This is an optimization exercise on Yosys and OpenROAD, whose aim is small area and a short achievable clock period, not a production implementation.
Function was checked by simulation only, so behaviour that the tests miss may differ from the original.

// tim_domains
module tim_domains (
    input  wire        clk,
    input  wire        rst,             
    input  wire        cmd_valid,
    input  wire [2:0]  cmd_op,
    input  wire        cmd_dom,
    input  wire [77:0] cmd_data,
    input  wire        rd_dom,
    output wire [47:0] rd_sec,
    output wire [29:0] rd_ns,
    output wire [31:0] rd_frac,
    output wire [31:0] rd_rate,
    output wire        rd_valid,
    output wire        rd_holdover,
    output wire        rd_slewing,
    output wire [23:0] rd_slew_left,    
    output wire [31:0] rd_steps,
    output wire [31:0] rd_jumps_refused,
    output wire [31:0] rd_hold_refused
);
clock: 45.0 ns
lec_check: 0
cap_margin: 70
core_margin: 2
core_utilization: 40
slew_margin: 70
run.sh (not shown) runs the stock make flow with config.mk's settings and CLKGATE_MAP_FILE= SYNTH_SCRIPT=/design/flow/synth_recipe.tcl, a recipe that flattens the netlist after the stock synthesis.
The starting point produced a clean layout.
Rerun with:
- CAP_MARGIN: 70 -> 20
- SLEW_MARGIN: 70 -> 20
After rerunning:
- die area is unchanged
- sequential share of layout area climbs by 0.81 points
- cell area shrinks by 3.7%
- worst setup slack loses 1600 ps
- sequential cell count stays the same
- global-route usage decreases by 0.23 points
- wire length went down by 0.76%

---

tim_domains, a different RTL version from the one above (not shown whole).
Size in the first run: roughly 350 I/O pins, roughly 71000 um^2 of cells after synthesis.
// tim_domains
module tim_domains (
    input  wire        clk,
    input  wire        rst,             
    input  wire        cmd_valid,
    input  wire [2:0]  cmd_op,
    input  wire        cmd_dom,
    input  wire [77:0] cmd_data,
    input  wire        rd_dom,
    output wire [47:0] rd_sec,
    output wire [29:0] rd_ns,
    output wire [31:0] rd_frac,
    output wire [31:0] rd_rate,
    output wire        rd_valid,
    output wire        rd_holdover,
    output wire        rd_slewing,
    output wire [23:0] rd_slew_left,    
    output wire [31:0] rd_steps,
    output wire [31:0] rd_jumps_refused,
    output wire [31:0] rd_hold_refused
);
==> flow/config.mk <==
export PLATFORM = sky130hd
export DESIGN_NAME = tim_domains
export DESIGN_NICKNAME = tim_domains
export VERILOG_FILES = /design/flow/design.v
export SDC_FILE = /design/flow/constraint.sdc
export NUM_CORES = 4
export LEC_CHECK = 0
export CAP_MARGIN = 20
export CORE_MARGIN = 2
export CORE_UTILIZATION = 40
export CTS_CLUSTER_DIAMETER = 60
export CTS_CLUSTER_SIZE = 30
export SLEW_MARGIN = 20
==> flow/constraint.sdc <==
create_clock -name core_clock -period 45.0 [get_ports {clk}]
set_input_delay 9.0000 -clock core_clock [delete_from_list [all_inputs] [get_ports {clk}]]
set_output_delay 9.0000 -clock core_clock [all_outputs]
set_load 0.01 [all_outputs]
standard.sh (not shown) runs the stock make flow with config.mk's settings and CLKGATE_MAP_FILE= SYNTH_SCRIPT=/design/flow/synth_recipe.tcl, a recipe that flattens the netlist after the stock synthesis.
==> flow/flow/run.sh <==
#!/bin/bash
# The standard layout (standard.sh, all steps, its own synthesis), with
# two changes:
# - the buffer that ORFS puts on every input and output port is a plain
#   sky130_fd_sc_hd__buf_2 rather than the cell buffer_ports picks by itself
#   (a clkdlybuf4s50_1 delay buffer, 0.5 ns on every port);
# - ORFS's timing repair aims for SETUP_SLACK_MARGIN ns of setup slack on
#   the worst path (TNS_END_PERCENT 0: the worst path only), so that it also
#   shortens the paths that set the achieved period.
# The clock, its period and all constraints are the standard flow's, unchanged. make's
# output goes to standard.log, each tool's to orfs/logs/.
set -euo pipefail
bash standard.sh "BUFFER_PORTS_ARGS=-buffer_cell sky130_fd_sc_hd__buf_2" \
    SETUP_SLACK_MARGIN=26 TNS_END_PERCENT=0 finish > standard.log 2>&1
The first run completed with no timing, DRC or antenna violations.
==> next run, changes <==
==> flow/run.sh (new file) <==
#!/bin/bash
# synth_recipe.tcl (not shown) runs the flow's synth.tcl, then flattens the netlist and writes it again
# the make line also repeats each setting of config.mk as NAME=value (left out here)
make -C /OpenROAD-flow-scripts/flow DESIGN_CONFIG=/design/flow/config.mk WORK_HOME=/design/flow/orfs CLKGATE_MAP_FILE= SYNTH_SCRIPT=/design/flow/synth_recipe.tcl finish
--- a/flow/config.mk
+++ b/flow/config.mk
@@ -8 +8 @@
-export CAP_MARGIN = 20
+export CAP_MARGIN = 70
@@ -11,3 +11 @@
-export CTS_CLUSTER_DIAMETER = 60
-export CTS_CLUSTER_SIZE = 30
-export SLEW_MARGIN = 20
+export SLEW_MARGIN = 70
removed: flow/flow/run.sh
removed: flow/standard.sh
- The changed run went through all stages and came out clean
- synthesized cell count is unchanged
- area after synthesis stays the same
- non-clock buffer count went up by 21
- core utilization grows by 1.2 points
- setup slack loses 1.5 ns
- routed wire length came out lower slightly
==> next run, changes <==
==> flow/flow/run.sh (new file) <==
#!/bin/bash
# The standard layout (standard.sh, all steps, its own synthesis), with
# two changes:
# - the buffer that ORFS puts on every input and output port is a plain
#   sky130_fd_sc_hd__buf_2 rather than the cell buffer_ports picks by itself
#   (a clkdlybuf4s50_1 delay buffer, 0.5 ns on every port);
# - ORFS's timing repair aims for SETUP_SLACK_MARGIN ns of setup slack on
#   the worst path (TNS_END_PERCENT 0: the worst path only), so that it also
#   shortens the paths that set the achieved period.
# The clock, its period and all constraints are the standard flow's, unchanged. make's
# output goes to standard.log, each tool's to orfs/logs/.
set -euo pipefail
bash standard.sh "BUFFER_PORTS_ARGS=-buffer_cell sky130_fd_sc_hd__buf_2" \
    SETUP_SLACK_MARGIN=26 TNS_END_PERCENT=0 finish > standard.log 2>&1
==> flow/standard.sh (new file) <==
#!/bin/bash
# synth_recipe.tcl (not shown) runs the flow's synth.tcl, then flattens the netlist and writes it again
# the make line also repeats each setting of config.mk as NAME=value (left out here)
make -C /OpenROAD-flow-scripts/flow DESIGN_CONFIG=/design/flow/config.mk WORK_HOME=/design/flow/orfs CLKGATE_MAP_FILE= SYNTH_SCRIPT=/design/flow/synth_recipe.tcl "${@:-finish}"
--- a/flow/config.mk
+++ b/flow/config.mk
@@ -8 +8,2 @@
-export CAP_MARGIN = 70
+export ABC_AREA = 1
+export CAP_MARGIN = 20
@@ -11 +12,3 @@
-export SLEW_MARGIN = 70
+export CTS_CLUSTER_DIAMETER = 80
+export CTS_CLUSTER_SIZE = 40
+export SLEW_MARGIN = 20
removed: flow/run.sh
Effect: Critical path depth grows by 61. Clock skew rises by 0.0039 ns. Hold slack is worse by 0.10 ns.
==> next run, changes <==
--- a/flow/config.mk
+++ b/flow/config.mk
@@ -8 +7,0 @@
-export ABC_AREA = 1
@@ -12,2 +11 @@
-export CTS_CLUSTER_DIAMETER = 80
-export CTS_CLUSTER_SIZE = 40
+export PLACE_DENSITY = 0.75
Result: The new run finished clean; setup slack gets better by 0.25 ns; clock skew fell by 0.033 ns; fmax climbs by 1.3%; global-route usage went up by 0.11 points; sequential cell count stays the same; final area rises by 0.54%; via count fell by 2.0%.

==> static timing again, ports no longer ideal <==
No port has a modelled driver above. Below, the same layouts with a new extraction and two added sets of constraints.
Step 1 (the two cells are an assumption about what drives the block):
set clk [get_ports {clk}]
set_driving_cell -lib_cell sky130_fd_sc_hd__clkbuf_16 $clk
set_driving_cell -lib_cell sky130_fd_sc_hd__buf_2 [delete_from_list [all_inputs] $clk]
Step 2 adds t to the input delays and takes it off the output delays; t is the mean of the earliest and latest rising clock arrival at the registers after step 1. Input paths then give back, and output paths get back, about the clock's delay inside the block.
a / b / c = no drivers / after step 1 / after step 2; a / b = the first two.
run | shift t [ns] | slack for setup (ns) | slew at the worst register clock pin (ns) | worst data-port slew with drivers (ns) | cell pins on the clock port's net
the first run of note 1 | 0.809 | 24.939 / 24.888 / 24.242 | 0.07 / 0.07 | 0.16 | 1
the second run of note 1 | 0.817 | 23.360 / 23.393 / 22.576 | 0.07 / 0.07 | 0.15 | 1
the first run of note 2 | 0.809 | 25.822 / 25.513 / 25.376 | 0.10 / 0.10 | 0.39 | 1
the second run of note 2 | 0.817 | 24.274 / 24.225 / 24.225 | 0.08 / 0.08 | 0.22 | 1
the third run of note 2 | 0.786 | 25.590 / 25.503 / 24.793 | 0.12 / 0.12 | 0.23 | 1
the fourth run of note 2 | 0.835 | 25.837 / 25.625 / 25.365 | 0.07 / 0.07 | 0.23 | 1
After both steps every run listed still meets setup and hold. For the third run of note 2, which loses most, drivers alone change the setup slack by -0.087 ns; drivers and shift together by -0.797 ns.
